Context: an optimization exercise on an open-source flow, tuned for small area and a short achievable clock period. The choices shown serve that exercise and are no tape-out recipe. Only simulation tests tie the RTL to the original design; equivalence was not proved.

==> flow/design.v (excerpt) <==
module case_ecc_codec (
    input  wire         clk,
    input  wire         rst,
    input  wire         enc_valid,
    input  wire [127:0] enc_data,
    output wire         enc_out_valid,
    output wire [31:0]  enc_out_check,
    input  wire         dec_valid,
    input  wire [159:0] dec_word,
    input  wire [19:0]  dec_erase,
    output wire         dec_out_valid,
    output wire [127:0] dec_out_data,
    output wire         dec_out_corrected,
    output wire         dec_out_uncorrectable,
    output wire [4:0]   dec_out_last_dev
);
clock: 16.0 ns
lec_check: 0
cap_margin: 20
core_margin: 2
core_utilization: 50
cts_buf_list: sky130_fd_sc_hd__clkbuf_4 sky130_fd_sc_hd__clkbuf_8
gpl_routability_driven: 0
slew_margin: 20
standard.sh (not shown) runs the stock make flow with config.mk's settings and CLKGATE_MAP_FILE= SYNTH_SCRIPT=/design/flow/synth_recipe.tcl, a recipe that flattens the netlist after the stock synthesis.
==> flow/flow/run.sh <==
#!/bin/bash
# Standard ORFS layout (standard.sh) with two changes:
#  - the port buffers are buf_1 cells instead of the delay buffers that
#    buffer_ports picks by default (every port still gets its buffer);
#  - timing repair aims below the clock period (repair_timing's setup
#    margin), so it keeps improving the worst paths past the constraint.
bash standard.sh SETUP_SLACK_MARGIN=11.3 TNS_END_PERCENT=100 \
    "BUFFER_PORTS_ARGS=-buffer_cell sky130_fd_sc_hd__buf_1" finish > standard.log 2>&1
The first run went through all stages and came out clean.
Change:
GPL_ROUTABILITY_DRIVEN = default   (was 0)
What happened:
- The changed run produced a clean layout
- fmax goes up by 1.4%
- worst setup slack improves by 0.067 ns
- core utilization goes down by 0.11 points
- synthesized cell count stays the same
- critical path depth goes down by 1
- clock-buffer cell count goes up by 7
- area after synthesis is unchanged
- register-to-register slack degrades by 0.09 ns
- worst hold slack degrades by 0.012 ns

========
case_ecc_codec, a different RTL version from the one above (not shown whole).
Size: roughly 770 flip-flops, ~480 I/O pins, roughly 0.056 mm2 of cells after synthesis.
clock: 16.0 ns
lec_check: 0
cap_margin: 20
core_margin: 2
core_utilization: 50
cts_buf_list: sky130_fd_sc_hd__clkbuf_4 sky130_fd_sc_hd__clkbuf_8
slew_margin: 20
==> flow/flow/run.sh <==
#!/bin/bash
# Standard ORFS layout (standard.sh) with two changes:
#  - the port buffers are buf_1 cells instead of the delay buffers that
#    buffer_ports picks by default (every port still gets its buffer);
#  - timing repair aims below the clock period (repair_timing's setup
#    margin), so it keeps improving the worst paths past the constraint.
bash standard.sh SETUP_SLACK_MARGIN=11.0 TNS_END_PERCENT=100 \
    "BUFFER_PORTS_ARGS=-buffer_cell sky130_fd_sc_hd__buf_1" finish > standard.log 2>&1
The first run ran to the end with no violations.
Edit:
==> flow/flow/run.sh (replaced) <==
#!/bin/bash
# Standard ORFS layout (standard.sh) with two changes:
#  - the port buffers are buf_2 cells instead of the delay buffers that
#    buffer_ports picks by default (every port still gets its buffer);
#  - timing repair aims below the clock period (repair_timing's setup
#    margin), so it keeps improving the worst paths past the constraint.
bash standard.sh SETUP_SLACK_MARGIN=11.3 TNS_END_PERCENT=100 \
    "BUFFER_PORTS_ARGS=-buffer_cell sky130_fd_sc_hd__buf_2" finish > standard.log 2>&1
CTS_BUF_LIST = not set   (was sky130_fd_sc_hd__clkbuf_4 sky130_fd_sc_hd__clkbuf_8)
What happened:
- non-clock buffer count went up by 33
- cell count went down slightly
- first-iteration DRC count went up by a little under a tenth
Edit:
==> flow/flow/run.sh (replaced) <==
#!/bin/bash
# Standard ORFS layout (standard.sh) with two changes:
#  - the port buffers are buf_1 cells instead of the delay buffers that
#    buffer_ports picks by default (every port still gets its buffer);
#  - timing repair aims below the clock period (repair_timing's setup
#    margin), so it keeps improving the worst paths past the constraint.
bash standard.sh SETUP_SLACK_MARGIN=11.6 TNS_END_PERCENT=100 \
    "BUFFER_PORTS_ARGS=-buffer_cell sky130_fd_sc_hd__buf_1" finish > standard.log 2>&1
CTS_BUF_LIST = sky130_fd_sc_hd__clkbuf_4 sky130_fd_sc_hd__clkbuf_8   (was not set)
First-iteration DRC count came out higher by 17%.
Design area came out higher by about 11%.
Sequential share of layout area came out lower by 1.8 points.
Final cell count came out higher by about 3%.
Clock-buffer cell count came out higher by 89.
Via count came out higher by about 6%.
Synthesized cell count stays the same.
Edit:
--- a/flow/flow/run.sh
+++ b/flow/flow/run.sh
@@ -5,4 +5,4 @@
 #  - timing repair aims below the clock period (repair_timing's setup
 #    margin), so it keeps improving the worst paths past the constraint.
-bash standard.sh SETUP_SLACK_MARGIN=11.6 TNS_END_PERCENT=100 \
+bash standard.sh SETUP_SLACK_MARGIN=11.3 TNS_END_PERCENT=100 \
     "BUFFER_PORTS_ARGS=-buffer_cell sky130_fd_sc_hd__buf_1" finish > standard.log 2>&1
=> The changed run ran to the end with no violations; core utilization is lower by 8.0 points; worst setup slack is better by 0.11 ns; non-clock buffer count is lower by 163.

## what the ideal ports hide
The results above use ideal ports. As a check the final layouts listed here were re-extracted and re-timed, cells and wires unchanged. Step 1, drivers: a clkbuf_16 drives clk and a buf_2 each remaining input, both assumed. Step 2 moves the port delays by t, midway between the first and last clock arrival at a register: inputs arrive t later, outputs are due t later. That takes back most of the time a late clock gives input paths. a / b / c = ideal / step 1 / step 2; a / b = the first two.
run	shift t [ns]	slack for setup (ns)	worst setup path at the end
the first run of note 1	0.872	11.170 / 11.223 / 10.351	input to register
the second run of note 1	0.861	11.237 / 11.265 / 10.430	input to register
the first run of note 2	0.861	10.881 / 10.881 / 10.142	input to register
the second run of note 2	0.746	11.062 / 11.062 / 10.502	input to register
the third run of note 2	0.919	10.951 / 10.951 / 10.580	input to register
the fourth run of note 2	0.871	11.064 / 11.064 / 10.366	input to register
After both steps every run listed still meets setup and hold. For the first run of note 1, which loses most, drivers alone change the setup slack by +0.053 ns; drivers and shift together by -0.819 ns.
